What follows belongs to an exercise in optimizing a design on an open flow for small area, a short achievable clock period and few clock cycles; a production flow would make more cautious choices. In this exercise RTL edits were held to simulation tests only and were not proved equivalent to the original. Power and IR drop assume default switching activity.

## flow/design.v (module list and top-level ports; edited modules follow where they fit)
// module r48_round: 30 lines
// module r48_lzc: 50 lines
// module r48_fcmp: 41 lines
// module r48_ksadd: 34 lines
// module r48_cmp6: 19 lines
// module r48_multree: 2901 lines
// module r48_fa: 4 lines
// module r48_bpp: 3 lines
// module r48_ha: 4 lines
// module real48_fpu: 275 lines
module real48_fpu (
    input  wire        clk,
    input  wire        rst,
    input  wire        in_valid,
    output wire        in_ready,
    input  wire [3:0]  in_op,
    input  wire [3:0]  in_cond,
    input  wire [47:0] in_a,
    input  wire [47:0] in_b,
    output reg         out_valid,
    output reg  [47:0] out_result,
    output reg         out_ovf,
    output reg         out_finv
);
  // ...
==> flow/run.sh <==
#!/bin/bash
# synth_recipe.tcl (not shown) runs the flow's synth.tcl, then flattens the netlist and writes it again
# the make line also repeats each setting of config.mk as NAME=value (left out here)
make -C /OpenROAD-flow-scripts/flow DESIGN_CONFIG=/design/flow/config.mk WORK_HOME=/design/flow/orfs CLKGATE_MAP_FILE= SYNTH_SCRIPT=/design/flow/synth_recipe.tcl finish
==> flow/config.mk <==
export PLATFORM = sky130hd
export DESIGN_NAME = real48_fpu
export DESIGN_NICKNAME = real48_fpu
export VERILOG_FILES = /design/flow/design.v
export SDC_FILE = /design/flow/constraint.sdc
export NUM_CORES = 4
export LEC_CHECK = 0
export CAP_MARGIN = 20
export CORE_MARGIN = 2
export CORE_UTILIZATION = 55
export SLEW_MARGIN = 20
export SYNTH_HIERARCHICAL = 1
==> flow/constraint.sdc <==
create_clock -name core_clock -period 22.0 [get_ports {clk}]
set_input_delay 4.4000 -clock core_clock [delete_from_list [all_inputs] [get_ports {clk}]]
set_output_delay 4.4000 -clock core_clock [all_outputs]
set_load 0.01 [all_outputs]
==> notes.md, run 1 <==
- Status: no timing/DRC/antenna violations
- Std cell rows: 118
- GR Overflow Total: 0
- Reg2reg start: a1[16]
- Synth warn: 8
- Area of the multi-input gates: 44,900 um2
- I/O pin count: 159
- Avg WL per Cell: 30.2 um
- Cells after Synth: 5,720
- Comb power frac: 74.0%
- GRT Util Overall: 40.0%
- Slowest cell on crit path: dfxtp_2
- WHS Endpoint: sp_nan3
- Final setup vio count: 0
- Clock Skews: 0.0362 ns
- Layout area overhead: 8.02%
- Crit path from: a1[16]
- Tot Pwr: 8.84 mW
- Reg area: 9490 um2
- Reg clk slew, reported paths: 0.06 ns
- Pre-CTS WS: 16.18 ns
- Die extent in y: 327 um
- VDD IR max: 0.202 mV
- CP Capture Point: sign2
- Required time worst endpoint: 22.54 ns
- Commonest non-fill, non-tap cell in the layout: xor2_1
- Clk latency of the worst-skew pair: 0.67 ns
- Clock-cell share of area: 3.15%
- Leakage: 24.3 nW
- Critical-path cell list: inv_1 -> ha_1 -> nand4_1 -> and4bb_1 -> a221o_1 -> a211oi_2 -> o21ai_1 -> nor3_1 -> o2bb2ai_1 -> o41ai_4 -> o311ai_4 -> o21ai_4 -> buf_4 -> mux2i_1 -> mux2_1 -> o221a_1
- CTS Hold Buffers Added: 0
- Initial Util: 55.5%
- Fin Hold WS: 0.324 ns
- Die W: 327 um
- Grt met2 use: 61.5%
- FF-to-FF setup slack: 15.96 ns
- Hold crit path type: reg2reg
- Final clock period utilization by the worst path: 27.5%
- Slew margin rel.: 21.6%
- Final hold viol count: 0
- Reg2reg end: sign2
- Signal buf overhead: 4.30%
- DR top layer: met5
- First-pass GRT wire length: 318 mm
Testbench counts, summed over its fixed seeds: cycles 32,032.
==> module real48_fpu, before the edit <==
module real48_fpu (
    input  wire        clk,
    input  wire        rst,
    input  wire        in_valid,
    output wire        in_ready,
    input  wire [3:0]  in_op,
    input  wire [3:0]  in_cond,
    input  wire [47:0] in_a,
    input  wire [47:0] in_b,
    output reg         out_valid,
    output reg  [47:0] out_result,
    output reg         out_ovf,
    output reg         out_finv
);
    localparam OP_MOV = 4'h0, OP_ADD = 4'h1, OP_SUB = 4'h2, OP_MUL = 4'h3,
               OP_NEG = 4'h5, OP_ABS = 4'h6, OP_MIN = 4'h8, OP_MAX = 4'h9,
               OP_CMP = 4'hA;
    assign in_ready = 1'b1;
    function [5:0] tzc;
        input [35:0] f;
        integer i;
        begin
            tzc = 6'd36;
            for (i = 35; i >= 0; i = i - 1)
                if (f[i]) tzc = i[5:0];
        end
    endfunction
    reg        v1;
    reg [3:0]  op1, cond1;
    reg [47:0] a1, b1;
    wire [38:0] bm = {2'b01, in_b[35:0], 1'b0};
    reg  [18:0] bs1_d, bs2_d;
    reg  [17:0] bng_d;
    integer bi;
    always @* begin
        for (bi = 0; bi < 19; bi = bi + 1) begin
            bs1_d[bi] = bm[2*bi+1] ^ bm[2*bi];
            bs2_d[bi] = (bm[2*bi+2] & ~bm[2*bi+1] & ~bm[2*bi]) | (~bm[2*bi+2] & bm[2*bi+1] & bm[2*bi]);
            if (bi < 18) bng_d[bi] = bm[2*bi+2] & ~(bm[2*bi+1] & bm[2*bi]);
        end
    end
    reg [18:0] bs1, bs2;
    reg [17:0] bng;
    always @(posedge clk) begin
        v1    <= in_valid & ~rst;
        op1   <= in_op;
        cond1 <= in_cond;
        a1    <= in_a;
        b1    <= in_b;
        bs1   <= bs1_d;
        bs2   <= bs2_d;
        bng   <= bng_d;
    end
    wire        sa = a1[47];
    wire        sb = b1[47];
    wire [10:0] ea = a1[46:36];
    wire [10:0] eb = b1[46:36];
    wire [35:0] fa = a1[35:0];
    wire [35:0] fb = b1[35:0];
    wire a_zero = (ea == 11'd0);
    wire b_zero = (eb == 11'd0);
    wire a_e1   = (ea == 11'h7FF);
    wire b_e1   = (eb == 11'h7FF);
    wire a_f0   = (fa == 36'd0);
    wire b_f0   = (fb == 36'd0);
    wire a_nan  = a_e1 & ~a_f0;
    wire b_nan  = b_e1 & ~b_f0;
    wire a_inf  = a_e1 & a_f0;
    wire b_inf  = b_e1 & b_f0;
    wire is_add = (op1 == OP_ADD);
    wire is_sub = (op1 == OP_SUB);
    wire is_as  = is_add | is_sub;
    wire is_mul = (op1 == OP_MUL);
    wire is_mov = (op1 == OP_MOV);
    wire is_neg = (op1 == OP_NEG);
    wire is_abs = (op1 == OP_ABS);
    wire is_min = (op1 == OP_MIN);
    wire is_max = (op1 == OP_MAX);
    wire is_cmp = (op1 == OP_CMP);
    wire is_mna = is_mov | is_neg | is_abs;
    wire is_mm  = is_min | is_max;
    wire [10:0] d_ab, d_ba;
    wire        c_ab, c_ba;
    r48_ksadd #(.W(11)) u_dab (.a(ea), .b(~eb), .ci(1'b1), .s(d_ab), .co(c_ab));
    r48_ksadd #(.W(11)) u_dba (.a(eb), .b(~ea), .ci(1'b1), .s(d_ba), .co(c_ba));
    wire e_lt = ~c_ab;                      
    wire e_eq = (ea == eb);
    wire f_lt, f_eq;
    r48_fcmp u_fcmp (.a(fa), .b(fb), .lt(f_lt), .eq(f_eq));
    wire mag_lt = e_lt | (e_eq & ~a_zero & f_lt);
    wire mag_eq = e_eq & (a_zero | f_eq);
    wire mag_gt = ~mag_lt & ~mag_eq;
    wire both_zero = a_zero & b_zero;
    wire eq  = mag_eq & ((sa == sb) | a_zero);
    wire lt  = (~sa & ~sb & mag_lt) | (sa & sb & mag_gt) | (sa & ~sb & ~both_zero);
    wire a_below = lt | (both_zero & sa & ~sb);
    wire b_below = (~lt & ~eq) | (both_zero & sb & ~sa);
    reg cmp;
    always @* begin
        case (cond1)
            4'h0: cmp = eq;
            4'h1: cmp = ~eq;
            4'h2: cmp = lt;
            4'h3: cmp = lt | eq;
            4'h4: cmp = ~lt & ~eq;
            4'h5: cmp = ~lt;
            default: cmp = 1'b0;
        endcase
    end
    wire sel_b = is_as ? mag_lt : ((is_min & b_below) | (is_max & a_below));
    wire        sb_eff  = sb ^ is_sub;
    wire        s_big   = sel_b ? sb_eff : sa;
    wire [10:0] e_big   = sel_b ? eb : ea;
    wire [35:0] f_big   = sel_b ? fb : fa;
    wire        big_zero   = sel_b ? b_zero : a_zero;
    wire        big_inf    = sel_b ? b_inf : a_inf;
    wire        eff_sub = is_as & (sa ^ sb_eff);
    wire [5:0] tza = tzc(fa);
    wire [5:0] tzb = tzc(fb);
    wire [10:0] shift     = e_lt ? d_ba[10:0] : d_ab[10:0];
    wire        add_small = is_as & ~(e_lt ? a_zero : b_zero);
    wire [36:0] m_small   = add_small ? {1'b1, e_lt ? fa : fb} : 37'd0;
    wire [38:0] y_sh    = (shift[10:6] != 5'd0) ? 39'd0 : ({m_small, 2'b00} >> shift[5:0]);
    wire [6:0]  tz3a = {1'b0, tza} + 7'd3;
    wire [6:0]  tz3b = {1'b0, tzb} + 7'd3;      
    wire        st_lt_a, st_eq_a, st_lt_b, st_eq_b;
    r48_cmp6 u_sta (.a(d_ba[5:0]), .b(tz3a[5:0]), .lt(st_lt_a), .eq(st_eq_a));
    r48_cmp6 u_stb (.a(d_ab[5:0]), .b(tz3b[5:0]), .lt(st_lt_b), .eq(st_eq_b));
    wire        st_ba = (d_ba[10:6] != 5'd0) | ~st_lt_a;      
    wire        st_ab = (d_ab[10:6] != 5'd0) | ~st_lt_b;
    wire        sticky  = add_small & (e_lt ? st_ba : st_ab);
    wire        y_a     = is_as & e_eq & mag_lt;
    wire [39:0] y_op = y_a ? {1'b1, fa, 3'b000} : {y_sh, sticky};
    wire [73:0] sn, cn;
    r48_multree u_tree (.fa(fa), .s1(bs1), .s2(bs2), .ng(bng), .sn(sn), .cn(cn));
    wire [34:0] lo_g = ~sn[34:0] & ~cn[34:0];
    wire [34:0] lo_p = ~sn[34:0] | ~cn[34:0];
    reg  [6:0]  grp_g, grp_p;
    integer gi, gj;
    always @* begin
        for (gi = 0; gi < 7; gi = gi + 1) begin
            grp_g[gi] = 1'b0;
            grp_p[gi] = 1'b1;
            for (gj = 0; gj < 5; gj = gj + 1) begin
                grp_g[gi] = lo_g[5*gi+gj] | (lo_p[5*gi+gj] & grp_g[gi]);
                grp_p[gi] = grp_p[gi] & lo_p[5*gi+gj];
            end
        end
    end
    wire lo_sticky = ({1'b0, tza} + {1'b0, tzb}) < 7'd35;
    wire [11:0] e_sum  = {1'b0, ea} + {1'b0, eb};
    wire [11:0] e_x    = is_mul ? e_sum : {1'b0, e_big};
    reg        sp, sp_sign, sp_e1, sp_nan, sp_lsb, finv;
    always @* begin
        sp = 1'b1; sp_sign = 1'b0; sp_e1 = 1'b0; sp_nan = 1'b0; sp_lsb = 1'b0; finv = 1'b0;
        if (is_as) begin
            if (a_nan | b_nan | (a_inf & b_inf & (sa ^ sb_eff))) begin
                sp_e1 = 1'b1; sp_nan = 1'b1; finv = 1'b1;
            end else if (a_inf | b_inf) begin
                sp_e1 = 1'b1; sp_sign = a_inf ? sa : sb_eff;
            end else if (both_zero) begin
                sp_sign = sa & sb_eff;
            end else begin
                sp = 1'b0;
            end
        end else if (is_mul) begin
            if (a_nan | b_nan | (a_inf & b_zero) | (a_zero & b_inf)) begin
                sp_e1 = 1'b1; sp_nan = 1'b1; finv = 1'b1;
            end else if (a_inf | b_inf) begin
                sp_e1 = 1'b1; sp_sign = sa ^ sb;
            end else if (a_zero | b_zero) begin
                sp_sign = sa ^ sb;
            end else begin
                sp = 1'b0;
            end
        end else if (is_mna | is_mm) begin
            if (a_nan | (is_mm & b_nan)) begin
                sp_e1 = 1'b1; sp_nan = 1'b1; finv = 1'b1;
            end else begin
                sp_sign = is_abs ? 1'b0 : (is_neg ? ~s_big : s_big);
                if (big_inf)       sp_e1 = 1'b1;
                else if (!big_zero) sp = 1'b0;
            end
        end else if (is_cmp) begin
            finv   = a_nan | b_nan;
            sp_lsb = (a_nan | b_nan) ? (cond1 == 4'h1) : cmp;
        end
    end
    wire sign1 = is_mul ? (sa ^ sb) : (is_abs ? 1'b0 : (is_neg ? ~s_big : s_big));
    reg        v2, mul2, sp2, sp_sign2, sp_e12, sp_nan2, sp_lsb2, finv2, sign2, esub2;
    reg [35:0] x2;
    reg [39:0] y2;
    reg [38:0] sn2, cn2;
    reg [6:0]  grp_g2, grp_p2;
    reg        lo_sticky2;
    reg [11:0] e_x2;
    always @(posedge clk) begin
        v2       <= v1 & ~rst;
        mul2     <= is_mul;
        sp2      <= sp;
        sp_sign2 <= sp_sign;
        sp_e12   <= sp_e1;
        sp_nan2  <= sp_nan;
        sp_lsb2  <= sp_lsb;
        finv2    <= finv;
        sign2    <= sign1;
        esub2    <= eff_sub;
        x2       <= f_big;
        y2       <= y_op;
        sn2      <= sn[73:35];
        cn2      <= cn[73:35];
        grp_g2   <= grp_g;
        grp_p2   <= grp_p;
        lo_sticky2 <= lo_sticky;
        e_x2     <= e_x;
    end
    reg c35;
    integer ci;
    always @* begin
        c35 = 1'b0;
        for (ci = 0; ci < 7; ci = ci + 1)
            c35 = grp_g2[ci] | (grp_p2[ci] & c35);
    end
    wire [40:0] add_a = mul2 ? {~sn2, 2'b11} : {2'b01, x2, 3'b000};
    wire [40:0] add_b = mul2 ? {~cn2, 2'b00} : ({1'b0, y2} ^ {41{esub2}});
    wire        add_c = mul2 ? c35 : esub2;
    wire [40:0] sum;
    wire        sum_co;
    r48_ksadd #(.W(41)) u_sum (.a(add_a), .b(add_b), .ci(add_c), .s(sum), .co(sum_co));
    wire [40:0] sum_f = mul2 ? {sum[40:2], 1'b0, lo_sticky2} : sum;
    wire [5:0] lz;
    wire       sum_nz;
    r48_lzc u_lzc (.x(sum_f), .lz(lz), .nz(sum_nz));
    wire signed [13:0] e_base2 = $signed({2'b00, e_x2}) - (mul2 ? 14'sd2045 : 14'sd1022);
    reg        v3, sp3, sp_sign3, sp_e13, sp_nan3, sp_lsb3, finv3, sign3, nz3;
    reg [40:0] sum3;
    reg [5:0]  lz3;
    reg signed [13:0] e_base3;
    always @(posedge clk) begin
        v3       <= v2 & ~rst;
        sp3      <= sp2;
        sp_sign3 <= sp_sign2;
        sp_e13   <= sp_e12;
        sp_nan3  <= sp_nan2;
        sp_lsb3  <= sp_lsb2;
        finv3    <= finv2;
        sign3    <= sign2;
        nz3      <= sum_nz;
        sum3     <= sum_f;
        lz3      <= lz;
        e_base3  <= e_base2;
    end
    wire [40:0] norm = sum3 << lz3;
    wire signed [13:0] exp = e_base3 - $signed({8'd0, lz3});
    wire [47:0] r_res;
    wire        r_ovf;
    r48_round u_round (
        .sign(sign3), .exp(exp), .mant(norm[40:4]), .guard(norm[3]), .sticky(norm[2:0] != 3'd0),
        .result(r_res), .ovf(r_ovf)
    );
    always @(posedge clk) begin
        out_valid <= v3 & ~rst;
        if (sp3) begin
            out_result <= {sp_sign3, {11{sp_e13}}, sp_nan3, 34'd0, sp_lsb3};
            out_ovf    <= 1'b0;
        end else if (!nz3) begin
            out_result <= 48'd0;                  
            out_ovf    <= 1'b0;
        end else begin
            out_result <= r_res;
            out_ovf    <= r_ovf;
        end
        out_finv <= finv3;
    end
endmodule
==> run 2: changes to the inputs <==
--- a/flow/design.v
+++ b/flow/design.v
@@ -3273,10 +3273,10 @@
         end
     end
     wire sign1 = is_mul ? (sa ^ sb) : (is_abs ? 1'b0 : (is_neg ? ~s_big : s_big));
+    wire [40:0] opa = is_mul ? {~sn[73:35], 2'b11} : {2'b01, f_big, 3'b000};
+    wire [40:0] opb = is_mul ? {~cn[73:35], 2'b00} : ({1'b0, y_op} ^ {41{eff_sub}});
     reg        v2, mul2, sp2, sp_sign2, sp_e12, sp_nan2, sp_lsb2, finv2, sign2, esub2;
-    reg [35:0] x2;
-    reg [39:0] y2;
-    reg [38:0] sn2, cn2;
+    reg [40:0] opa2, opb2;
     reg [6:0]  grp_g2, grp_p2;
     reg        lo_sticky2;
     reg [11:0] e_x2;
@@ -3291,10 +3291,8 @@
         finv2    <= finv;
         sign2    <= sign1;
         esub2    <= eff_sub;
-        x2       <= f_big;
-        y2       <= y_op;
-        sn2      <= sn[73:35];
-        cn2      <= cn[73:35];
+        opa2     <= opa;
+        opb2     <= opb;
         grp_g2   <= grp_g;
         grp_p2   <= grp_p;
         lo_sticky2 <= lo_sticky;
@@ -3307,12 +3305,10 @@
         for (ci = 0; ci < 7; ci = ci + 1)
             c35 = grp_g2[ci] | (grp_p2[ci] & c35);
     end
-    wire [40:0] add_a = mul2 ? {~sn2, 2'b11} : {2'b01, x2, 3'b000};
-    wire [40:0] add_b = mul2 ? {~cn2, 2'b00} : ({1'b0, y2} ^ {41{esub2}});
     wire        add_c = mul2 ? c35 : esub2;
     wire [40:0] sum;
     wire        sum_co;
-    r48_ksadd #(.W(41)) u_sum (.a(add_a), .b(add_b), .ci(add_c), .s(sum), .co(sum_co));
+    r48_ksadd #(.W(41)) u_sum (.a(opa2), .b(opb2), .ci(add_c), .s(sum), .co(sum_co));
     wire [40:0] sum_f = mul2 ? {sum[40:2], 1'b0, lo_sticky2} : sum;
     wire [5:0] lz;
     wire       sum_nz;
--- a/flow/config.mk
+++ b/flow/config.mk
@@ -8,5 +8,6 @@
 export CAP_MARGIN = 20
 export CORE_MARGIN = 2
 export CORE_UTILIZATION = 55
+export GPL_TIMING_DRIVEN = 0
 export SLEW_MARGIN = 20
 export SYNTH_HIERARCHICAL = 1
==> run 2 against run 1 <==
Net effect:
- still clean on timing, DRC and antenna
- non-clock buffer count rose by 268
- maximum frequency down 2.9%
- global-route usage increased by 2.2 points
- clock power down 17%
- critical endpoint is now opb2[15]
- largest cell class unchanged
==> notes.md, run 2 <==
- TritonRoute pass-1 iters: 7 (unchanged)
- Vias: 48,900 (was 47,300)
- Reg2reg start: a1[35] (was a1[16])
- Core area: 102,000 um2 (was 103,000 um2)
- Crit-path max cell delay: 0.91 ns (was 1.03 ns)
- Post-CTS Setup Bufs: 0 (unchanged)
- Max-slew violation count: 0 (unchanged)
- PwrDens: 192 nW/um2 (was 143 nW/um2)
- Max clock buf depth: 3 (unchanged)
- DPL Wire Length: 164 mm (was 148 mm)
- GRT Util Overall: 42.3% (was 40.0%)
- Synth warn: 8 (unchanged)
- Actual slew at the worst max-slew pin: 1.20 ns (was 1.17 ns)
- Reg2reg end: opb2[15] (was sign2)
- GR Overflow Total: 0 (unchanged)
- Kind of end point of the critical path: flip-flop (unchanged)
- CTS Hold Buffers Added: 0 (unchanged)
- Leakage: 24.8 nW (was 24.3 nW)
- Grt met2 use: 67.0% (was 61.5%)
- Number of buffers created by CTS: 45 (was 56)
- Max_cap viols: 0 (unchanged)
- Max Freq: 0.161 GHz (was 0.166 GHz)
- GRT busiest layer: met2 (unchanged)
- Met3 usage: 11.6% (was 14.5%)
- Grt met1 use: 52.2% (was 50.0%)
- Critical-path cell list: buf_6 -> a21oi_2 -> xnor2_1 -> fa_1 -> fa_1 -> fa_1 -> fa_1 -> fa_1 -> fa_1 -> buf_4 -> o21ai_0 (was inv_1 -> ha_1 -> nand4_1 -> and4bb_1 -> a221o_1 -> a211oi_2 -> o21ai_1 -> nor3_1 -> o2bb2ai_1 -> o41ai_4 -> o311ai_4 -> o21ai_4 -> buf_4 -> mux2i_1 -> mux2_1 -> o221a_1)
- WHS Endpoint: sp_e13 (was sp_nan3)
- Vias/cell: 6.67 (was 6.57)
- FF-to-FF setup slack: 15.78 ns (was 15.96 ns)
- Hold crit path type: reg2reg (unchanged)
- Cells after Synth: 5,618 (was 5,720)
- Slowest cell on crit path: dfxtp_4 (was dfxtp_2)
- Critical path type: reg2reg (unchanged)
- Clk latency of the worst-skew pair: 0.65 ns (was 0.67 ns)
- Largest net degree at the start of global routing: 38 (was 110)
- Final Critical Period: 6.22 ns (was 6.04 ns)
- Required time worst endpoint: 22.46 ns (was 22.54 ns)
- Die extent in y: 324 um (was 327 um)
- Final setup vio count: 0 (unchanged)
- Hold_sp: sp_e12 (was sp_nan2)
- Startpoint types: flip-flop (unchanged)
- H-tree Lvls: 2 (unchanged)
- Clock Skews: 0.0265 ns (was 0.0362 ns)
- Std cell rows: 117 (was 118)
- # nets final: 6,874 (was 6,725)
- Clk pwr share: 6.7% (was 11.2%)
- Root Buffer: clkbuf_16 (unchanged)
- Area of the multi-input gates: 45,000 um2 (was 44,900 um2)
- Initial DRC Count: 4,967 (was 5,118)
- Final hold viol count: 0 (unchanged)
- RSZ-0062 raised after global routing: false (unchanged)
- Post-route ant nets: 0 (unchanged)
- TritonCTS clock tree: yes (unchanged)
- DRT Wirelength: 223 mm (was 217 mm)
- CP most frequent cell: fa_1
- Biggest regs: a1 (48), out_result (48), b1 (46) (unchanged)
- Clk sinks: 393 (was 467)
- Syn Std Cell Area: 56,200 um2 (was 57,400 um2)
- R2R cell count: 11 (was 16)
- Initial antenna violation count: 4 (was 5)
- Fill count: 8,643 (was 9,072)
- Mean Syn Cell Area: 10.0 um2 (about the same)
- GP Congestion: 1.04 (was 0.972)
- Layout area overhead: 13.2% (was 8.02%)
- Resized cells post-CTS: 0 (unchanged)
- Critical path peak fanout: 28 (was 46)
- VDD IR max: 0.313 mV (was 0.202 mV)
- Reg clk slew, reported paths: 0.06 ns (about the same)
- Comb power frac: 84.7% (was 74.0%)
- Vias in the first global route: 50,000 (was 48,100)
- Avg WL per Cell: 30.4 um (was 30.2 um)
- Switching power: 6.11 mW (was 4.26 mW)
- Seq pwr share: 8.7% (was 14.8%)
- Slew margin rel.: 19.6% (was 21.6%)
- Reg area: 8200 um2 (was 9490 um2)
- Fraction of layout cells with a size suffix above 1: 22.6% (was 20.3%)
- Switching Share: 49.9% (was 48.2%)
- DR DRC count: 0 (unchanged)
- Initial Util: 55.3% (was 55.5%)
- Status: no timing/DRC/antenna violations (unchanged)
- Final clock period utilization by the worst path: 28.3% (was 27.5%)
- Most frequent cells in the layout: xor2_1, a22oi_2, fa_1 (unchanged)
- Fin Hold WS: 0.326 ns (was 0.324 ns)
- Hold Path Stages: 0 (unchanged)
- P_int: 6.13 mW (was 4.58 mW)
- TNS Setup: 0 ns (unchanged)
- I/O pin count: 159 (unchanged)
- First-pass GRT wire length: 327 mm (was 318 mm)
- WP data arrival: 6.68 ns (was 6.58 ns)
- Commonest non-fill, non-tap cell in the layout: xor2_1 (unchanged)
- Die W: 324 um (was 327 um)
- I/O Buffers: 157 (unchanged)
- Die area: 105,000 um2 (was 107,000 um2)
==> run 2: power by group through the flow <==
stage	sequential [mW]	combinational (mW)	clock (mW)
finish	1.06	10.4	0.820
global route	1.07	11.0	0.859
CTS	1.05	9.95	0.832
detailed placement	1.07	9.91	0
global placement	1.24	9.52	0
floorplan	1.08	6.63	0
==> run 2: worst max path at each step <==
stage	from	to	cells past startpoint
6_report	a1[35]	opb2[15]	11
5_1_grt	a1[35]	opb2[15]	11
4_1_cts	out_result[42]	out_result[42]	1
3_5_place_dp	a1[35]	opb2[15]	11
3_3_place_gp	bng[6]	opa2[17]	10
2_1_floorplan	bs1[0]	grp_g2[6]	14
==> run 2: final cells by class <==
| class | count | area share [%] |
|---|---|---|
| Antenna cell | 2 | 0.00787 |
| Buffer | 324 | 3.18 |
| Clock buffer | 59 | 1.96 |
| Clock inverter | 25 | 0.545 |
| Inverter | 355 | 2.09 |
| Multi-Input combinational cell | 4552 | 70.7 |
| Sequential cell | 393 | 12.9 |
| Tap cell | 1368 | 2.69 |
| Timing Repair Buffer | 247 | 5.88 |
==> run 2: through the flow <==
| step | area [um2] | utilization, % | instances | setup WS, ns | power (mW) |
|---|---|---|---|---|---|
| 6_report | 63600 | 62.6 | 7325 | 15.78 | 12.2 |
| 5_1_grt | 63600 | 62.6 | 7323 | 15.77 | 12.9 |
| 4_1_cts | 63600 | 62.6 | 7322 | 16.02 | 11.8 |
| 3_5_place_dp | 62000 | 61.0 | 7238 | 16.07 | 11.0 |
| 3_3_place_gp | 59500 | 58.6 | 7149 | 14.08 | 10.8 |
| 2_1_floorplan | 56200 | - | 5624 | 16.50 | 7.71 |
==> run 2: metal layers <==
layer	part of all wire, %	vias to the layer above	routed length (um)
met2	45	3059	100000
met3	11	860	23600
met1	38	24400	84700
li1	-	20500	-
met5	0.021	-	46
met4	6.4	8	14200
==> run 2: worst max-delay path: cells and delay by family (launching register included) <==
family,cells,cell delay (ns)
XOR/XNOR,1,0.85
buffers and inverters,2,0.47
adder cells (fa/ha/maj),6,3.09
AO/OA/AOI/OAI,2,0.68
flip-flops,1,0.91
Testbench counts of run 2, summed over its fixed seeds: cycles 32,032.
==> module r48_ksadd, before the edit <==
module r48_ksadd #(
    parameter W = 41
) (
    input  wire [W-1:0] a,
    input  wire [W-1:0] b,
    input  wire         ci,
    output wire [W-1:0] s,
    output wire         co
);
    localparam N = W + 1;
    localparam L = (N <= 2) ? 1 : (N <= 4) ? 2 : (N <= 8) ? 3 : (N <= 16) ? 4 : (N <= 32) ? 5 : (N <= 64) ? 6 : 7;
    wire [N-1:0] x  = {a, ci};
    wire [N-1:0] y  = {b, ci};
    wire [N-1:0] p0 = x ^ y;
    wire [N*(L+1)-1:0] G, P;
    assign G[N-1:0] = x & y;
    assign P[N-1:0] = p0;
    genvar l, i;
    generate
        for (l = 0; l < L; l = l + 1) begin : lvl
            for (i = 0; i < N; i = i + 1) begin : bt
                if (i >= (1 << l)) begin : m
                    assign G[(l+1)*N+i] = G[l*N+i] | (P[l*N+i] & G[l*N+i-(1<<l)]);
                    assign P[(l+1)*N+i] = P[l*N+i] & P[l*N+i-(1<<l)];
                end else begin : c
                    assign G[(l+1)*N+i] = G[l*N+i];
                    assign P[(l+1)*N+i] = P[l*N+i];
                end
            end
        end
    endgenerate
    assign s  = p0[N-1:1] ^ G[L*N+N-2:L*N];
    assign co = G[L*N+N-1];
endmodule
==> run 3: changes to the inputs <==
--- a/flow/design.v
+++ b/flow/design.v
@@ -128,30 +128,28 @@
     output wire [W-1:0] s,
     output wire         co
 );
-    localparam N = W + 1;
-    localparam L = (N <= 2) ? 1 : (N <= 4) ? 2 : (N <= 8) ? 3 : (N <= 16) ? 4 : (N <= 32) ? 5 : (N <= 64) ? 6 : 7;
-    wire [N-1:0] x  = {a, ci};
-    wire [N-1:0] y  = {b, ci};
-    wire [N-1:0] p0 = x ^ y;
-    wire [N*(L+1)-1:0] G, P;
-    assign G[N-1:0] = x & y;
-    assign P[N-1:0] = p0;
+    localparam L = (W <= 2) ? 1 : (W <= 4) ? 2 : (W <= 8) ? 3 : (W <= 16) ? 4 : (W <= 32) ? 5 : (W <= 64) ? 6 : 7;
+    wire [W-1:0] p0 = a ^ b;
+    wire [W*(L+1)-1:0] G, P;
+    assign G[W-1:0] = a & b;
+    assign P[W-1:0] = p0;
     genvar l, i;
     generate
-        for (l = 0; l < L; l = l + 1) begin : lvl
-            for (i = 0; i < N; i = i + 1) begin : bt
+        for (l = 0; l < L; l = l + 1) begin : lv
+            for (i = 0; i < W; i = i + 1) begin : bt
                 if (i >= (1 << l)) begin : m
-                    assign G[(l+1)*N+i] = G[l*N+i] | (P[l*N+i] & G[l*N+i-(1<<l)]);
-                    assign P[(l+1)*N+i] = P[l*N+i] & P[l*N+i-(1<<l)];
+                    assign G[(l+1)*W+i] = G[l*W+i] | (P[l*W+i] & G[l*W+i-(1<<l)]);
+                    assign P[(l+1)*W+i] = P[l*W+i] & P[l*W+i-(1<<l)];
                 end else begin : c
-                    assign G[(l+1)*N+i] = G[l*N+i];
-                    assign P[(l+1)*N+i] = P[l*N+i];
+                    assign G[(l+1)*W+i] = G[l*W+i];
+                    assign P[(l+1)*W+i] = P[l*W+i];
                 end
             end
         end
     endgenerate
-    assign s  = p0[N-1:1] ^ G[L*N+N-2:L*N];
-    assign co = G[L*N+N-1];
+    wire [W-1:0] c = G[L*W+W-1:L*W] | (P[L*W+W-1:L*W] & {W{ci}});
+    assign s  = p0 ^ {c[W-2:0], ci};
+    assign co = c[W-1];
 endmodule
 module r48_cmp6 (
     input  wire [5:0] a,
@@ -3298,13 +3296,15 @@
         lo_sticky2 <= lo_sticky;
         e_x2     <= e_x;
     end
-    reg c35;
-    integer ci;
-    always @* begin
-        c35 = 1'b0;
-        for (ci = 0; ci < 7; ci = ci + 1)
-            c35 = grp_g2[ci] | (grp_p2[ci] & c35);
-    end
+    wire g10 = grp_g2[1] | (grp_p2[1] & grp_g2[0]);
+    wire g32 = grp_g2[3] | (grp_p2[3] & grp_g2[2]);
+    wire p32 = grp_p2[3] & grp_p2[2];
+    wire g54 = grp_g2[5] | (grp_p2[5] & grp_g2[4]);
+    wire p54 = grp_p2[5] & grp_p2[4];
+    wire g30 = g32 | (p32 & g10);
+    wire g64 = grp_g2[6] | (grp_p2[6] & g54);
+    wire p64 = grp_p2[6] & p54;
+    wire c35 = g64 | (p64 & g30);
     wire        add_c = mul2 ? c35 : esub2;
     wire [40:0] sum;
     wire        sum_co;
--- a/flow/config.mk
+++ b/flow/config.mk
@@ -7,7 +7,6 @@
 export LEC_CHECK = 0
 export CAP_MARGIN = 20
 export CORE_MARGIN = 2
-export CORE_UTILIZATION = 55
-export GPL_TIMING_DRIVEN = 0
+export CORE_UTILIZATION = 60
 export SLEW_MARGIN = 20
 export SYNTH_HIERARCHICAL = 1
==> run 3 against run 2 <==
Net effect:
- synthesized cell count did not move
- first-iteration DRC count increased by 9.5%
- power decreased by 18%
- hold slack worse by 0.0011 ns
- maximum frequency increased by 2.5%
- non-clock buffer count down 270
- core utilization up 2.2 points
- flip-flop and latch count unchanged
- highest routed layer unchanged
==> notes.md, run 3 <==
- Status: no timing/DRC/antenna violations (unchanged)
- # nets final: 6,606 (was 6,874)
- Required time worst endpoint: 22.51 ns (was 22.46 ns)
- WP data arrival: 6.58 ns (was 6.68 ns)
- Die extent in y: 310 um (was 324 um)
- Commonest non-fill, non-tap cell in the layout: xor2_1 (unchanged)
- RSZ-0062 raised after global routing: false (unchanged)
- Vias/cell: 6.85 (was 6.67)
- Initial Util: 60.4% (was 55.3%)
- DR DRC count: 0 (unchanged)
- Syn Std Cell Area: 56,200 um2 (about the same)
- I/O pin count: 159 (unchanged)
- Initial antenna violation count: 9 (was 4)
- CTS Hold Buffers Added: 0 (unchanged)
- Die W: 310 um (was 324 um)
- DPL Wire Length: 140 mm (was 164 mm)
- Clk latency of the worst-skew pair: 0.66 ns (was 0.65 ns)
- Placed instance count: 6,854 (was 7,238)
- Std cell rows: 112 (was 117)
- Kind of end point of the critical path: flip-flop (unchanged)
- Core area: 93,000 um2 (was 102,000 um2)
- Hold crit path type: reg2reg (unchanged)
- Mean Syn Cell Area: 10.0 um2 (about the same)
- GRT Util Overall: 43.2% (was 42.3%)
- GP Congestion: 0.998 (was 1.04)
- TritonCTS clock tree: yes (unchanged)
- GR Overflow Total: 0 (unchanged)
- PwrDens: 166 nW/um2 (was 192 nW/um2)
- Critical path peak fanout: 50 (was 28)
- Synth warn: 8 (unchanged)
- Actual slew at the worst max-slew pin: 1.12 ns (was 1.20 ns)
- Clock Skews: 0.0439 ns (was 0.0265 ns)
- Final setup vio count: 0 (unchanged)
- Fin area: 60,300 um2 (was 63,600 um2)
- VDD IR max: 0.293 mV (was 0.313 mV)
- Max clock buf depth: 3 (unchanged)
- Final hold viol count: 0 (unchanged)
- Post-route ant nets: 0 (unchanged)
- Slew margin rel.: 25.5% (was 19.6%)
- Vias in the first global route: 47,700 (was 50,000)
- Max Freq: 0.165 GHz (was 0.161 GHz)
- Startpoint types: flip-flop (unchanged)
- Final Critical Period: 6.07 ns (was 6.22 ns)
- Reg clk slew, reported paths: 0.06 ns (about the same)
- Max-slew violation count: 0 (unchanged)
- Fraction of layout cells with a size suffix above 1: 20.4% (was 22.6%)
- Non-Filler Instances: 6,952 (was 7,325)
- TNS Setup: 0 ns (unchanged)
- Critical path type: reg2reg (unchanged)
- H-tree Lvls: 2 (unchanged)
- Leakage: 23.5 nW (was 24.8 nW)
- First-pass GRT wire length: 308 mm (was 327 mm)
- Clk sinks: 393 (unchanged)
- Resized cells post-CTS: 0 (unchanged)
- Largest net degree at the start of global routing: 70 (was 38)
- Placement Cell Area: 58,700 um2 (was 62,000 um2)
- Most frequent cells in the layout: xor2_1, a22oi_2, fa_1 (unchanged)
- Cells after Synth: 5,618 (unchanged)
- Avg WL per Cell: 30.1 um (was 30.4 um)
- Final clock period utilization by the worst path: 27.6% (was 28.3%)
- Die area: 96,200 um2 (was 105,000 um2)
- I/O Buffers: 157 (unchanged)
- Root Buffer: clkbuf_16 (unchanged)
- Max_cap viols: 0 (unchanged)
- Vias: 47,600 (was 48,900)
- Post-CTS Setup Bufs: 0 (unchanged)
- Fin util: 64.8% (was 62.6%)
- DRT Wirelength: 209 mm (was 223 mm)
- TritonRoute pass-1 iters: 8 (was 7)
- Layout area overhead: 7.26% (was 13.2%)
- Initial DRC Count: 5,441 (was 4,967)
- Number of buffers created by CTS: 48 (was 45)
- Biggest regs: a1 (48), out_result (48), b1 (46) (unchanged)
## run 3: layout make-up
class | instances | area [um2]
fill | 7900 | 32800
clock buffer | 64 | 1350
timing repair buffer | 301 | 2690
antenna | 8 | 20.0
tap | 1254 | 1570
multi-input combinational | 4535 | 45000
inverter | 371 | 1390
sequential | 393 | 8000
clock inverter | 26 | 260
## run 3: final timing paths
kind	startpoint	endpoint	slack (ns)	cells after the start
max	b1[36]	opb2[6]	15.93	16
min	sp_e12	sp_e13	0.33	0
max reg2reg	b1[36]	opb2[6]	15.93	16
min reg2reg	sp_e12	sp_e13	0.33	0
## run 3: routing by layer
| layer | up-vias | track usage [%] | wire length, um |
|---|---|---|---|
| met5 | - | 0 | 42 |
| li1 | 20000 | - | - |
| met1 | 23500 | 53.1 | 77600 |
| met4 | 6 | 26.6 | 14900 |
| met3 | 906 | 11.3 | 23300 |
| met2 | 3209 | 68.0 | 93400 |
## run 3: worst max-delay path, stage by stage (launching register included)
cell      delay (ns)
dfxtp_1         0.48
inv_1           0.10
ha_1            0.31
a211o_1         0.37
and4_1          0.21
o211a_1         0.23
or3_2           0.45
buf_4           0.37
mux2i_4         0.87
mux4_2          0.59
and2_1          0.19
a211oi_1        0.41
nor3_1          0.10
a21oi_1         0.19
o22ai_1         0.10
a32oi_1         0.54
mux2_1          0.39
## run 3: where the power goes
group / internal, mW / switching [mW] / total (mW)
registers: 0.870 / 0.139 / 1.01
logic: 3.34 / 4.85 / 8.19
clock network: 0.454 / 0.359 / 0.813
total: 4.67 / 5.35 / 10.0
## run 3: metrics by stage
step / hold WS [ns] / power, mW / setup slack, ns
after detailed placement: 0.313 / 8.77 / 16.04
after CTS: 0.327 / 9.63 / 16.01
after floorplan: 0.310 / 7.70 / 16.49
after global placement: 0.312 / 8.64 / 16.05
after global routing: 0.335 / 10.6 / 15.75
final: 0.325 / 10.0 / 15.93
Testbench counts of run 3, summed over its fixed seeds: cycles 32,032.
==> run 4: changes to the inputs <==
==> flow/flow/run.sh (new file) <==
#!/bin/bash
# The standard layout (the standard.sh: standard synthesis, floorplan,
# placement, CTS, routing), except that buffer_ports buffers every input and
# output port with sky130_fd_sc_hd__buf_2 instead of the delay-buffer cell it
# picks by default. make's full output goes to standard_make.log here; each
# ORFS step keeps its own log under orfs/logs/.
set -euo pipefail
bash standard.sh "BUFFER_PORTS_ARGS=-buffer_cell sky130_fd_sc_hd__buf_2" finish > standard_make.log 2>&1
==> flow/standard.sh (new file) <==
#!/bin/bash
# synth_recipe.tcl (not shown) runs the flow's synth.tcl, then flattens the netlist and writes it again
# the make line also repeats each setting of config.mk as NAME=value (left out here)
make -C /OpenROAD-flow-scripts/flow DESIGN_CONFIG=/design/flow/config.mk WORK_HOME=/design/flow/orfs CLKGATE_MAP_FILE= SYNTH_SCRIPT=/design/flow/synth_recipe.tcl "${@:-finish}"
removed: flow/run.sh
==> run 4 against run 3 <==
Net effect:
- still clean
- area after synthesis stayed put
- die area stayed put
- clock power is 2% higher
- first-iteration DRC count is 2.6% higher
- routed wire length is 2.2% higher
- maximum frequency is 0.97% lower
- critical path type unchanged
- critical endpoint unchanged
==> notes.md, run 4 <==
- Avg WL per Cell: 30.8 um (was 30.1 um)
- Area of the multi-input gates: 45,000 um2 (about the same)
- VDD IR max: 0.253 mV (was 0.293 mV)
- Switching Share: 53.4% (about the same)
- Crit path from: b1[37] (was b1[36])
- Critical path type: reg2reg (unchanged)
- TNS Setup: 0 ns (unchanged)
- Final setup vio count: 0 (unchanged)
- Reg2reg start: b1[37] (was b1[36])
- Resized cells post-CTS: 0 (unchanged)
- Comb power frac: 81.5% (was 81.8%)
- Layout area overhead: 5.79% (was 7.26%)
- RSZ-0062 raised after global routing: false (unchanged)
- Final Critical Period: 6.13 ns (was 6.07 ns)
- P_int: 4.66 mW (was 4.67 mW)
- # nets final: 6,606 (unchanged)
- Hold crit path type: reg2reg (unchanged)
- Critical path depth in cells: 16 (unchanged)
- DRT Wirelength: 214 mm (was 209 mm)
- Largest net degree at the start of global routing: 67 (was 70)
- Synth warn: 8 (unchanged)
- Vias in the first global route: 48,000 (was 47,700)
- GRT Util Overall: 44.2% (was 43.2%)
- Clk sinks: 393 (unchanged)
- Bufs and invs on worst path: 2 (unchanged)
- Max-slew violation count: 0 (unchanged)
- TritonRoute pass-1 iters: 6 (was 8)
- Cells after Synth: 5,618 (unchanged)
- Clk pwr share: 8.3% (was 8.1%)
- Max clock buf depth: 3 (unchanged)
- Reg2reg end: opb2[6] (unchanged)
- Vias/cell: 6.87 (was 6.85)
- Fill count: 7,980 (was 7,900)
- Critical-path cell list: inv_1 -> ha_1 -> o21a_2 -> and4_1 -> o211a_1 -> or3_2 -> buf_4 -> mux2i_4 -> mux4_2 -> and2_1 -> a211oi_1 -> nor3_1 -> a21oi_1 -> o22ai_1 -> a32oi_1 -> mux2_1 (was inv_1 -> ha_1 -> a211o_1 -> and4_1 -> o211a_1 -> or3_2 -> buf_4 -> mux2i_4 -> mux4_2 -> and2_1 -> a211oi_1 -> nor3_1 -> a21oi_1 -> o22ai_1 -> a32oi_1 -> mux2_1)
- Final hold viol count: 0 (unchanged)
- Fraction of layout cells with a size suffix above 1: 23.1% (was 20.4%)
- Root Buffer: clkbuf_16 (unchanged)
- Commonest non-fill, non-tap cell in the layout: xor2_1 (unchanged)
- Number of buffers created by CTS: 47 (was 48)
- Std cell rows: 112 (unchanged)
- Seq pwr share: 10.2% (was 10.1%)
- WP data arrival: 6.64 ns (was 6.58 ns)
- Die extent in y: 310 um (unchanged)
- Die area: 96,200 um2 (unchanged)
- DPL Wire Length: 146 mm (was 140 mm)
- Post-CTS Setup Bufs: 0 (unchanged)
- GR Overflow Total: 0 (unchanged)
- Reg clk slew, reported paths: 0.06 ns (about the same)
- Clock Skews: 0.0353 ns (was 0.0439 ns)
- Leakage: 23.6 nW (was 23.5 nW)
- Actual slew at the worst max-slew pin: 1.07 ns (was 1.12 ns)
- PwrDens: 168 nW/um2 (was 166 nW/um2)
- Max_cap viols: 0 (unchanged)
- Initial antenna violation count: 9 (unchanged)
- Startpoint types: flip-flop (unchanged)
- Switching power: 5.34 mW (was 5.35 mW)
- R2R cell count: 16 (unchanged)
- Biggest regs: a1 (48), out_result (48), b1 (46) (unchanged)
- I/O Buffers: 157 (unchanged)
- Critical path's top delay family: multiplexers (unchanged)
- Initial Util: 60.4% (unchanged)
- First-pass GRT wire length: 314 mm (was 308 mm)
- Initial DRC Count: 5,583 (was 5,441)
- Syn Std Cell Area: 56,200 um2 (unchanged)
- Max Freq: 0.163 GHz (was 0.165 GHz)
- CP Capture Point: opb2[6] (unchanged)
- Vias: 47,700 (was 47,600)
- Final clock period utilization by the worst path: 27.9% (was 27.6%)
- H-tree Lvls: 2 (unchanged)
- TritonCTS clock tree: yes (unchanged)
- Reg area: 8000 um2 (about the same)
- GP Congestion: 1.04 (was 0.998)
- Most frequent cells in the layout: xor2_1, a22oi_2, fa_1 (unchanged)
- Slowest cell on crit path: mux2i_4 (unchanged)
- Critical path peak fanout: 50 (unchanged)
- Mean Syn Cell Area: 10.0 um2 (unchanged)
- Die W: 310 um (unchanged)
- Tot Pwr: 10.0 mW (about the same)
- Slew margin rel.: 27.8% (was 25.5%)
- DR DRC count: 0 (unchanged)
- Required time worst endpoint: 22.52 ns (was 22.51 ns)
- Crit-path max cell delay: 0.93 ns (was 0.87 ns)
- I/O pin count: 159 (unchanged)
- CTS Hold Buffers Added: 0 (unchanged)
- Core area: 93,000 um2 (unchanged)
- Clk latency of the worst-skew pair: 0.66 ns (about the same)
- FF-to-FF setup slack: 15.87 ns (was 15.93 ns)
- Kind of end point of the critical path: flip-flop (unchanged)
- Post-route ant nets: 0 (unchanged)
- Status: no timing/DRC/antenna violations (unchanged)
## run 4: how the worst min path moves through the flow
stage          startpoint       end  slack, ns  cells after the start
3_3_place_gp       sp_e12    sp_e13       0.31                      0
4_1_cts             finv2     finv3       0.33                      0
6_report            finv2     finv3       0.33                      0
2_1_floorplan       finv2     finv3       0.31                      0
5_1_grt           sp_nan2   sp_nan3       0.34                      0
3_5_place_dp        finv3  out_finv       0.31                      0
## run 4: power groups by stage
stage	Combinational [mW]	Clock (mW)	Sequential, mW
detailed placement	7.75	0	1.03
CTS	7.79	0.837	1.01
global route	8.72	0.862	1.03
finish	8.15	0.830	1.02
floorplan	6.62	0	1.08
global placement	7.66	0	1.03
## run 4: final cells by class
type                    count  area share [%]
clock buffers              65            2.26
inverters                 371            2.34
repair buffers            302            3.17
diodes                      3          0.0126
clock inverters            20           0.429
flip-flops and latches    393            13.4
well taps                1254            2.64
multi-input cells        4535            75.7
## run 4: stage by stage
stage               setup WS [ns]  util, %  hold WS (ns)  instance area [um2]  instances
floorplan                   16.49        -         0.310                56200       5624
global placement            15.97     62.2         0.313                57900       6854
detailed placement          16.03     62.2         0.314                57900       6854
CTS                         16.00     63.9         0.329                59500       6939
global route                15.68     63.9         0.341                59500       6940
finish                      15.87     63.9         0.327                59500       6943
## run 4: metal layers
metal  wire, um  track usage (%)  part of all wire (%)
met4      15300             27.1                   7.1
met2      93500             68.2                    44
met5         68                0                 0.032
met1      79600             54.2                    37
met3      25500             13.3                    12
==> module r48_bpp, before the edit <==
module r48_bpp (input wire s1, input wire s2, input wire ng, input wire a1, input wire a0, output wire ppn);
    assign ppn = ~((s1 & a1) | (s2 & a0)) ^ ng;
endmodule
==> run 5: changes to the inputs <==
--- a/flow/design.v
+++ b/flow/design.v
@@ -28,6 +28,32 @@
                   : of ? {sign, 11'h7FF, 36'd0}
                   : {sign, bexp, frac};
 endmodule
+module r48_stage3 (
+    input  wire [40:0]        sum,
+    input  wire [5:0]         lz,
+    input  wire               nz,
+    input  wire signed [13:0] e_base,
+    input  wire               sign,
+    input  wire               sp,
+    input  wire               sp_sign,
+    input  wire               sp_e1,
+    input  wire               sp_nan,
+    input  wire               sp_lsb,
+    output wire [47:0]        result,
+    output wire               ovf
+);
+    wire [40:0] norm = sum << lz;
+    wire signed [13:0] exp = e_base - $signed({8'd0, lz});
+    wire [47:0] r_res;
+    wire        r_ovf;
+    r48_round u_round (
+        .sign(sign), .exp(exp), .mant(norm[40:4]), .guard(norm[3]), .sticky(norm[2:0] != 3'd0),
+        .result(r_res), .ovf(r_ovf)
+    );
+    assign result = sp ? {sp_sign, {11{sp_e1}}, sp_nan, 34'd0, sp_lsb}
+                  : nz ? r_res : 48'd0;
+    assign ovf    = ~sp & nz & r_ovf;
+endmodule
 module r48_lzc (
     input  wire [40:0] x,
     output wire [5:0]  lz,      
@@ -119,20 +145,18 @@
     assign lt = l5[1] | (e5[1] & l5[0]);
     assign eq = e5[1] & e5[0];
 endmodule
-module r48_ksadd #(
+module r48_ksprefix #(
     parameter W = 41
 ) (
     input  wire [W-1:0] a,
     input  wire [W-1:0] b,
-    input  wire         ci,
-    output wire [W-1:0] s,
-    output wire         co
+    output wire [W-1:0] g,
+    output wire [W-1:0] p
 );
     localparam L = (W <= 2) ? 1 : (W <= 4) ? 2 : (W <= 8) ? 3 : (W <= 16) ? 4 : (W <= 32) ? 5 : (W <= 64) ? 6 : 7;
-    wire [W-1:0] p0 = a ^ b;
     wire [W*(L+1)-1:0] G, P;
     assign G[W-1:0] = a & b;
-    assign P[W-1:0] = p0;
+    assign P[W-1:0] = a ^ b;
     genvar l, i;
     generate
         for (l = 0; l < L; l = l + 1) begin : lv
@@ -147,9 +171,37 @@
             end
         end
     endgenerate
-    wire [W-1:0] c = G[L*W+W-1:L*W] | (P[L*W+W-1:L*W] & {W{ci}});
-    assign s  = p0 ^ {c[W-2:0], ci};
-    assign co = c[W-1];
+    assign g = G[L*W+W-1:L*W];
+    assign p = P[L*W+W-1:L*W];
+endmodule
+module r48_stage2 (
+    input  wire [40:0] opa,
+    input  wire [40:0] opb,
+    input  wire        mul,
+    input  wire        esub,
+    input  wire [6:0]  grp_g,
+    input  wire [6:0]  grp_p,
+    input  wire        lo_sticky,
+    output wire [40:0] sum_f,
+    output wire [5:0]  lz,
+    output wire        nz
+);
+    wire g10 = grp_g[1] | (grp_p[1] & grp_g[0]);
+    wire g32 = grp_g[3] | (grp_p[3] & grp_g[2]);
+    wire p32 = grp_p[3] & grp_p[2];
+    wire g54 = grp_g[5] | (grp_p[5] & grp_g[4]);
+    wire p54 = grp_p[5] & grp_p[4];
+    wire g30 = g32 | (p32 & g10);
+    wire g64 = grp_g[6] | (grp_p[6] & g54);
+    wire p64 = grp_p[6] & p54;
+    wire c35 = g64 | (p64 & g30);
+    wire ci  = mul ? c35 : esub;
+    wire [40:0] g, p;
+    r48_ksprefix #(.W(41)) u_pre (.a(opa), .b(opb), .g(g), .p(p));
+    wire [40:0] c   = g | (p & {41{ci}});
+    wire [40:0] sum = (opa ^ opb) ^ {c[39:0], ci};
+    assign sum_f = mul ? {sum[40:2], 1'b0, lo_sticky} : sum;
+    r48_lzc u_lzc (.x(sum_f), .lz(lz), .nz(nz));
 endmodule
 module r48_cmp6 (
     input  wire [5:0] a,
@@ -3076,7 +3128,12 @@
     assign co = (a & b) | (ci & (a ^ b));
 endmodule
 module r48_bpp (input wire s1, input wire s2, input wire ng, input wire a1, input wire a0, output wire ppn);
-    assign ppn = ~((s1 & a1) | (s2 & a0)) ^ ng;
+    wire m;
+    r48_ao22 u_m (.a(s1), .b(a1), .c(s2), .d(a0), .y(m));
+    assign ppn = ~(m ^ ng);
+endmodule
+module r48_ao22 (input wire a, input wire b, input wire c, input wire d, output wire y);
+    assign y = (a & b) | (c & d);
 endmodule
 module r48_ha (input wire a, input wire b, output wire s, output wire co);
     assign s  = a ^ b;
@@ -3165,8 +3222,15 @@
     wire is_mm  = is_min | is_max;
     wire [10:0] d_ab, d_ba;
     wire        c_ab, c_ba;
-    r48_ksadd #(.W(11)) u_dab (.a(ea), .b(~eb), .ci(1'b1), .s(d_ab), .co(c_ab));
-    r48_ksadd #(.W(11)) u_dba (.a(eb), .b(~ea), .ci(1'b1), .s(d_ba), .co(c_ba));
+    wire [10:0] gab, pab, gba, pba;
+    r48_ksprefix #(.W(11)) u_dab (.a(ea), .b(~eb), .g(gab), .p(pab));
+    r48_ksprefix #(.W(11)) u_dba (.a(eb), .b(~ea), .g(gba), .p(pba));
+    wire [10:0] cab = gab | pab;
+    wire [10:0] cba = gba | pba;
+    assign d_ab = (ea ^ ~eb) ^ {cab[9:0], 1'b1};
+    assign d_ba = (eb ^ ~ea) ^ {cba[9:0], 1'b1};
+    assign c_ab = cab[10];
+    assign c_ba = cba[10];
     wire e_lt = ~c_ab;                      
     wire e_eq = (ea == eb);
     wire f_lt, f_eq;
@@ -3296,23 +3360,14 @@
         lo_sticky2 <= lo_sticky;
         e_x2     <= e_x;
     end
-    wire g10 = grp_g2[1] | (grp_p2[1] & grp_g2[0]);
-    wire g32 = grp_g2[3] | (grp_p2[3] & grp_g2[2]);
-    wire p32 = grp_p2[3] & grp_p2[2];
-    wire g54 = grp_g2[5] | (grp_p2[5] & grp_g2[4]);
-    wire p54 = grp_p2[5] & grp_p2[4];
-    wire g30 = g32 | (p32 & g10);
-    wire g64 = grp_g2[6] | (grp_p2[6] & g54);
-    wire p64 = grp_p2[6] & p54;
-    wire c35 = g64 | (p64 & g30);
-    wire        add_c = mul2 ? c35 : esub2;
-    wire [40:0] sum;
-    wire        sum_co;
-    r48_ksadd #(.W(41)) u_sum (.a(opa2), .b(opb2), .ci(add_c), .s(sum), .co(sum_co));
-    wire [40:0] sum_f = mul2 ? {sum[40:2], 1'b0, lo_sticky2} : sum;
-    wire [5:0] lz;
-    wire       sum_nz;
-    r48_lzc u_lzc (.x(sum_f), .lz(lz), .nz(sum_nz));
+    wire [40:0] sum_f;
+    wire [5:0]  lz;
+    wire        sum_nz;
+    r48_stage2 u_s2 (
+        .opa(opa2), .opb(opb2), .mul(mul2), .esub(esub2),
+        .grp_g(grp_g2), .grp_p(grp_p2), .lo_sticky(lo_sticky2),
+        .sum_f(sum_f), .lz(lz), .nz(sum_nz)
+    );
     wire signed [13:0] e_base2 = $signed({2'b00, e_x2}) - (mul2 ? 14'sd2045 : 14'sd1022);
     reg        v3, sp3, sp_sign3, sp_e13, sp_nan3, sp_lsb3, finv3, sign3, nz3;
     reg [40:0] sum3;
@@ -3332,26 +3387,17 @@
         lz3      <= lz;
         e_base3  <= e_base2;
     end
-    wire [40:0] norm = sum3 << lz3;
-    wire signed [13:0] exp = e_base3 - $signed({8'd0, lz3});
-    wire [47:0] r_res;
-    wire        r_ovf;
-    r48_round u_round (
-        .sign(sign3), .exp(exp), .mant(norm[40:4]), .guard(norm[3]), .sticky(norm[2:0] != 3'd0),
-        .result(r_res), .ovf(r_ovf)
+    wire [47:0] res;
+    wire        ovf;
+    r48_stage3 u_s3 (
+        .sum(sum3), .lz(lz3), .nz(nz3), .e_base(e_base3), .sign(sign3),
+        .sp(sp3), .sp_sign(sp_sign3), .sp_e1(sp_e13), .sp_nan(sp_nan3), .sp_lsb(sp_lsb3),
+        .result(res), .ovf(ovf)
     );
     always @(posedge clk) begin
-        out_valid <= v3 & ~rst;
-        if (sp3) begin
-            out_result <= {sp_sign3, {11{sp_e13}}, sp_nan3, 34'd0, sp_lsb3};
-            out_ovf    <= 1'b0;
-        end else if (!nz3) begin
-            out_result <= 48'd0;                  
-            out_ovf    <= 1'b0;
-        end else begin
-            out_result <= r_res;
-            out_ovf    <= r_ovf;
-        end
-        out_finv <= finv3;
+        out_valid  <= v3 & ~rst;
+        out_result <= res;
+        out_ovf    <= ovf;
+        out_finv   <= finv3;
     end
 endmodule
==> run 5 against run 4 <==
Net effect:
- core utilization increased by 0.060 points
- synthesized cell count is 1.6% higher
- area after synthesis down 2.7%
- critical endpoint is now opb2[20]
==> notes.md, run 5 <==
- Status: no timing/DRC/antenna violations (unchanged)
- Die area: 93,600 um2 (was 96,200 um2)
- Biggest regs: a1 (48), out_result (48), b1 (46) (unchanged)
- Hold crit path type: reg2reg (unchanged)
- CTS Hold Buffers Added: 0 (unchanged)
- Max Freq: 0.169 GHz (was 0.163 GHz)
- Fraction of layout cells with a size suffix above 1: 11.4% (was 23.1%)
- DPL Wire Length: 139 mm (was 146 mm)
- Mean Syn Cell Area: 9.58 um2 (was 10.0 um2)
- Critical path type: reg2reg (unchanged)
- Vias in the first global route: 48,900 (was 48,000)
- Avg WL per Cell: 30.6 um (was 30.8 um)
- Worst Setup Slack, final: 16.07 ns (was 15.87 ns)
- Initial DRC Count: 6,015 (was 5,583)
- Commonest non-fill, non-tap cell in the layout: xnor2_1 (was xor2_1)
- Std cell rows: 110 (was 112)
- Final clock period utilization by the worst path: 27.0% (was 27.9%)
- Vias/cell: 7.01 (was 6.87)
- R2R cell count: 16 (unchanged)
- Required time worst endpoint: 22.53 ns (was 22.52 ns)
- TritonRoute pass-1 iters: 9 (was 6)
- Clk latency of the worst-skew pair: 0.67 ns (was 0.66 ns)
- TritonCTS clock tree: yes (unchanged)
- GP Congestion: 1.04 (about the same)
- # nets final: 6,680 (was 6,606)
- First-pass GRT wire length: 314 mm (about the same)
- Resized cells post-CTS: 0 (unchanged)
- Synth warn: 8 (unchanged)
- Hold Path Stages: 0 (unchanged)
- Final hold viol count: 0 (unchanged)
- Layout area overhead: 5.43% (was 5.79%)
- DR DRC count: 0 (unchanged)
- Placed instance count: 6,853 (was 6,854)
- Max_cap viols: 0 (unchanged)
- H-tree Lvls: 2 (unchanged)
- Placement Cell Area: 56,000 um2 (was 57,900 um2)
- Core area: 90,100 um2 (was 93,000 um2)
- Met2 wire len: 94.4 mm (was 93.5 mm)
- Routed wl met3: 26.6 mm (was 25.5 mm)
- Post-route ant nets: 0 (unchanged)
- Clk sinks: 393 (unchanged)
- Syn Std Cell Area: 54,700 um2 (was 56,200 um2)
- Fin area: 57,700 um2 (was 59,500 um2)
- Critical path peak fanout: 39 (was 50)
- WP data arrival: 6.46 ns (was 6.64 ns)
- Fin util: 64.0% (was 63.9%)
- GR Overflow Total: 0 (unchanged)
- Tot Pwr: 9.64 mW (was 10.0 mW)
- Die extent in y: 306 um (was 310 um)
- Final setup vio count: 0 (unchanged)
- Slew margin rel.: 28.6% (was 27.8%)
- Pre-CTS WS: 16.52 ns (was 16.03 ns)
- DR top layer: met5 (unchanged)
- VDD IR max: 0.323 mV (was 0.253 mV)
- Actual slew at the worst max-slew pin: 1.07 ns (about the same)
- Vias: 48,700 (was 47,700)
- TNS Setup: 0 ns (unchanged)
- Max-slew violation count: 0 (unchanged)
- Clock Skews: 0.0460 ns (was 0.0353 ns)
- Reg clk slew, reported paths: 0.06 ns (about the same)
- I/O Buffers: 157 (unchanged)
- DRT Wirelength: 213 mm (was 214 mm)
- Initial Util: 60.7% (was 60.4%)
- PwrDens: 167 nW/um2 (was 168 nW/um2)
- Most frequent cells in the layout: xnor2_1, a22o_1, fa_1 (was xor2_1, a22oi_2, fa_1)
- GRT Util Overall: 44.8% (was 44.2%)
- Post-CTS Setup Bufs: 0 (unchanged)
- Kind of end point of the critical path: flip-flop (unchanged)
- Final Critical Period: 5.93 ns (was 6.13 ns)
- I/O pin count: 159 (unchanged)
- Number of buffers created by CTS: 49 (was 47)
- Cells after Synth: 5,708 (was 5,618)
- Met1 wire length: 75.4 mm (was 79.6 mm)
- Non-Filler Instances: 6,951 (was 6,943)
- Initial antenna violation count: 12 (was 9)
- Fin Hold WS: 0.326 ns (was 0.327 ns)
- Leakage: 23.2 nW (was 23.6 nW)
- Root Buffer: clkbuf_16 (unchanged)
- Max clock buf depth: 3 (unchanged)
- Die W: 306 um (was 310 um)
- Startpoint types: flip-flop (unchanged)
- RSZ-0062 raised after global routing: false (unchanged)
- Largest net degree at the start of global routing: 75 (was 67)
run 5: worst paths after layout:
kind               start        to  slack [ns]
setup / recovery  b1[37]  opb2[20]       16.07
hold / removal     finv3  out_finv        0.33
setup reg to reg  b1[37]  opb2[20]       16.07
hold reg to reg    finv3  out_finv        0.33
run 5: layer usage:
| metal | global-route usage [%] | vias up |
|---|---|---|
| li1 | - | 20400 |
| met1 | 53.5 | 23600 |
| met2 | 69.7 | 3664 |
| met3 | 13.4 | 1088 |
| met4 | 30.6 | 10 |
| met5 | 0 | - |
run 5: where the power goes:
part	switching, mW	leakage, nW	internal (mW)	total (mW)
sequential	0.140	3.28	0.871	1.01
combinational	4.48	19.2	3.30	7.78
clock	0.364	0.815	0.488	0.852
run 5: worst max-delay path: stages, from the launching register on:
cell and delay [ns]:
dfxtp_1 0.43, inv_1 0.13, ha_1 0.32, and2_1 0.17
nor2b_1 0.37, and3_1 0.26, and2_1 0.23, or2_1 0.84
nand3_1 0.30, nand2_1 0.14, buf_4 0.44, mux2i_2 0.36
mux2i_1 0.22, mux2i_1 0.23, o32ai_1 0.16, a22oi_1 0.78
mux2_2 0.41
run 5: final cells by class:
class,instances,area (um2)
fillers,7739,32500
multi-input cells,4638,43400
well taps,1176,1470
clock inverters,30,350
flip-flops and latches,393,7940
repair buffers,283,1750
clock buffers,60,1340
inverters,364,1370
diodes,7,17.5
Testbench counts of run 5, summed over its fixed seeds: cycles 32,032.
==> run 6: changes to the inputs <==
--- a/flow/config.mk
+++ b/flow/config.mk
@@ -7,6 +7,6 @@
 export LEC_CHECK = 0
 export CAP_MARGIN = 20
 export CORE_MARGIN = 2
-export CORE_UTILIZATION = 60
+export CORE_UTILIZATION = 70
 export SLEW_MARGIN = 20
 export SYNTH_HIERARCHICAL = 1
==> run 6 against run 5 <==
Net effect:
- setup slack better by 0.10 ns
- core utilization up 10 points
- sequential power about the same
- die area down 14%
- sequential share of layout area up 0.064 points
- flip-flop and latch count unchanged
- hold slack worse by 0.0023 ns
- cell count down 1.9%
- final area down 0.37%
- combinational power up 3.3%
- clock power up 1%
- critical path type unchanged
==> notes.md, run 6 <==
- I/O Buffers: 157 (unchanged)
- Max_cap viols: 0 (unchanged)
- # nets final: 6,665 (was 6,680)
- GRT Util Overall: 51.1% (was 44.8%)
- Max clock buf depth: 3 (unchanged)
- Reg clk slew, reported paths: 0.06 ns (about the same)
- TritonCTS clock tree: yes (unchanged)
- Avg WL per Cell: 30.7 um (was 30.6 um)
- Placement Cell Area: 55,700 um2 (was 56,000 um2)
- Syn Std Cell Area: 54,700 um2 (unchanged)
- GR Overflow Total: 0 (unchanged)
- Kind of end point of the critical path: flip-flop (unchanged)
- Root Buffer: clkbuf_16 (unchanged)
- Initial Util: 70.6% (was 60.7%)
- Status: no timing/DRC/antenna violations (unchanged)
- Max-slew violation count: 0 (unchanged)
- Layout area overhead: 5.04% (was 5.43%)
- Clock Skews: 0.0547 ns (was 0.0460 ns)
- Crit path from: b1[37] (unchanged)
- Mean Syn Cell Area: 9.58 um2 (unchanged)
- Synth warn: 8 (unchanged)
- FF-to-FF setup slack: 16.17 ns (was 16.07 ns)
- Reg2reg start: b1[37] (unchanged)
- Die extent in y: 284 um (was 306 um)
- Hold_sp: sp_sign2 (was finv3)
- TNS Setup: 0 ns (unchanged)
- WP data arrival: 6.39 ns (was 6.46 ns)
- RSZ-0062 raised after global routing: false (unchanged)
- Resized cells post-CTS: 0 (unchanged)
- Slew margin rel.: 23.0% (was 28.6%)
- Die area: 80,400 um2 (was 93,600 um2)
- Hold crit path type: reg2reg (unchanged)
- Vias in the first global route: 50,600 (was 48,900)
- TritonRoute pass-1 iters: 13 (was 9)
- Actual slew at the worst max-slew pin: 1.14 ns (was 1.07 ns)
- Most frequent cells in the layout: xnor2_1, a22o_1, fa_1 (unchanged)
- Required time worst endpoint: 22.56 ns (was 22.53 ns)
- DRT Wirelength: 209 mm (was 213 mm)
- I/O pin count: 159 (unchanged)
- Tot Pwr: 9.92 mW (was 9.64 mW)
- Max Freq: 0.171 GHz (was 0.169 GHz)
- Critical path peak fanout: 45 (was 39)
- Clk latency of the worst-skew pair: 0.69 ns (was 0.67 ns)
- Std cell rows: 102 (was 110)
- Startpoint types: flip-flop (unchanged)
- Initial antenna violation count: 22 (was 12)
- CTS Hold Buffers Added: 0 (unchanged)
- Number of buffers created by CTS: 47 (was 49)
- Post-route ant nets: 0 (unchanged)
- Final clock period utilization by the worst path: 26.5% (was 27.0%)
- First-pass GRT wire length: 311 mm (was 314 mm)
- Vias: 50,700 (was 48,700)
- Reg area: 7950 um2 (was 7940 um2)
- Cells after Synth: 5,708 (unchanged)
- Clk sinks: 393 (unchanged)
- Final Critical Period: 5.83 ns (was 5.93 ns)
- Fin area: 57,500 um2 (was 57,700 um2)
- Final setup vio count: 0 (unchanged)
- Final hold viol count: 0 (unchanged)
- Vias/cell: 7.44 (was 7.01)
- Post-CTS Setup Bufs: 0 (unchanged)
- PwrDens: 173 nW/um2 (was 167 nW/um2)
- Leakage: 23.2 nW (about the same)
- Largest net degree at the start of global routing: 100 (was 75)
- Biggest regs: a1 (48), out_result (48), b1 (46) (unchanged)
- Area of the multi-input gates: 43,400 um2 (about the same)
- Fraction of layout cells with a size suffix above 1: 11.3% (was 11.4%)
- Initial DRC Count: 8,061 (was 6,015)
- DPL Wire Length: 135 mm (was 139 mm)
- Critical path type: reg2reg (unchanged)
- DR DRC count: 0 (unchanged)
- H-tree Lvls: 2 (unchanged)
- Commonest non-fill, non-tap cell in the layout: xnor2_1 (unchanged)
- VDD IR max: 0.282 mV (was 0.323 mV)
- Die W: 284 um (was 306 um)
- Core area: 77,500 um2 (was 90,100 um2)
- Fill count: 5,792 (was 7,739)
- GP Congestion: 1.05 (was 1.04)
[run 6: worst max-delay path: stages (launching register included)]
cell	delay, ns
dfxtp_1	0.41
inv_1	0.12
ha_1	0.33
and2_1	0.17
nor2b_1	0.35
and3_1	0.25
and2_1	0.21
or2_1	0.76
nand3_2	0.21
nand2_4	0.54
mux4_2	0.61
nand2b_1	0.17
o311ai_2	0.15
mux2i_1	0.24
a22oi_1	0.79
mux2_1	0.38
[run 6: report_power, final]
part	internal (mW)	leakage, nW	switching (mW)
registers	0.871	3.28	0.143
clock network	0.490	0.816	0.374
logic	3.35	19.1	4.69
[run 6: layout make-up]
cell class / instances / share of cell area, %
diodes: 23 / 0.100
clock buffers: 54 / 2.18
clock inverters: 34 / 0.756
inverters: 364 / 2.38
multi-input cells: 4638 / 75.6
flip-flops and latches: 393 / 13.8
well taps: 1040 / 2.26
repair buffers: 270 / 2.88
[run 6: path summary, 6_finish.rpt]
check | cells after the start | endpoint
max | 15 | opb2[21]
min | 0 | sp_sign3
max reg2reg | 15 | opb2[21]
min reg2reg | 0 | sp_sign3
[run 6: metrics by stage]
step                      instances  setup slack, ns  utilization, %  hold slack [ns]
after floorplan                5708            16.52               -            0.310
after global placement         6704            16.51            71.9            0.310
after detailed placement       6704            16.40            71.9            0.312
after CTS                      6792            16.37            74.1            0.327
after global routing           6798            15.93            74.1            0.331
final                          6816            16.17            74.2            0.324
[run 6: per-layer routing]
| metal | share of wire (%) | global-route usage (%) | vias to the layer above |
|---|---|---|---|
| met5 | 0.032 | 0.0595 | - |
| met4 | 10 | 40.2 | 8 |
| li1 | - | - | 20400 |
| met3 | 15 | 21.3 | 1623 |
| met2 | 42 | 75.6 | 4737 |
| met1 | 33 | 58.6 | 24000 |

==> static timing again, ports no longer ideal <==
The results above use ideal ports. As a check the final layouts listed here were re-extracted and re-timed, cells and wires unchanged.
Step 1 (the two cells are an assumption about what drives the block):
set clk [get_ports {clk}]
set_driving_cell -lib_cell sky130_fd_sc_hd__clkbuf_16 $clk
set_driving_cell -lib_cell sky130_fd_sc_hd__buf_2 [delete_from_list [all_inputs] $clk]
Step 2 adds t to the input delays and takes it off the output delays; t is the mean of the earliest and latest rising clock arrival at the registers after step 1. Input paths then give back, and output paths get back, about the clock's delay inside the block.
Three values: ideal ports, drivers, drivers and shift; two values: the first two.
run | t, ns | slack for setup (ns) | worst slew at a driven data input, ns
run 1 | 0.729 | 15.960 / 15.960 / 15.960 | 0.09
run 2 | 0.722 | 15.781 / 15.781 / 15.781 | 0.17
run 3 | 0.723 | 15.932 / 15.932 / 15.932 | 0.20
run 4 | 0.721 | 15.872 / 15.872 / 15.872 | 0.21
run 5 | 0.724 | 16.066 / 16.066 / 16.066 | 0.05
run 6 | 0.758 | 16.167 / 16.167 / 16.167 | 0.14
After both steps setup and hold are still met in every run listed.
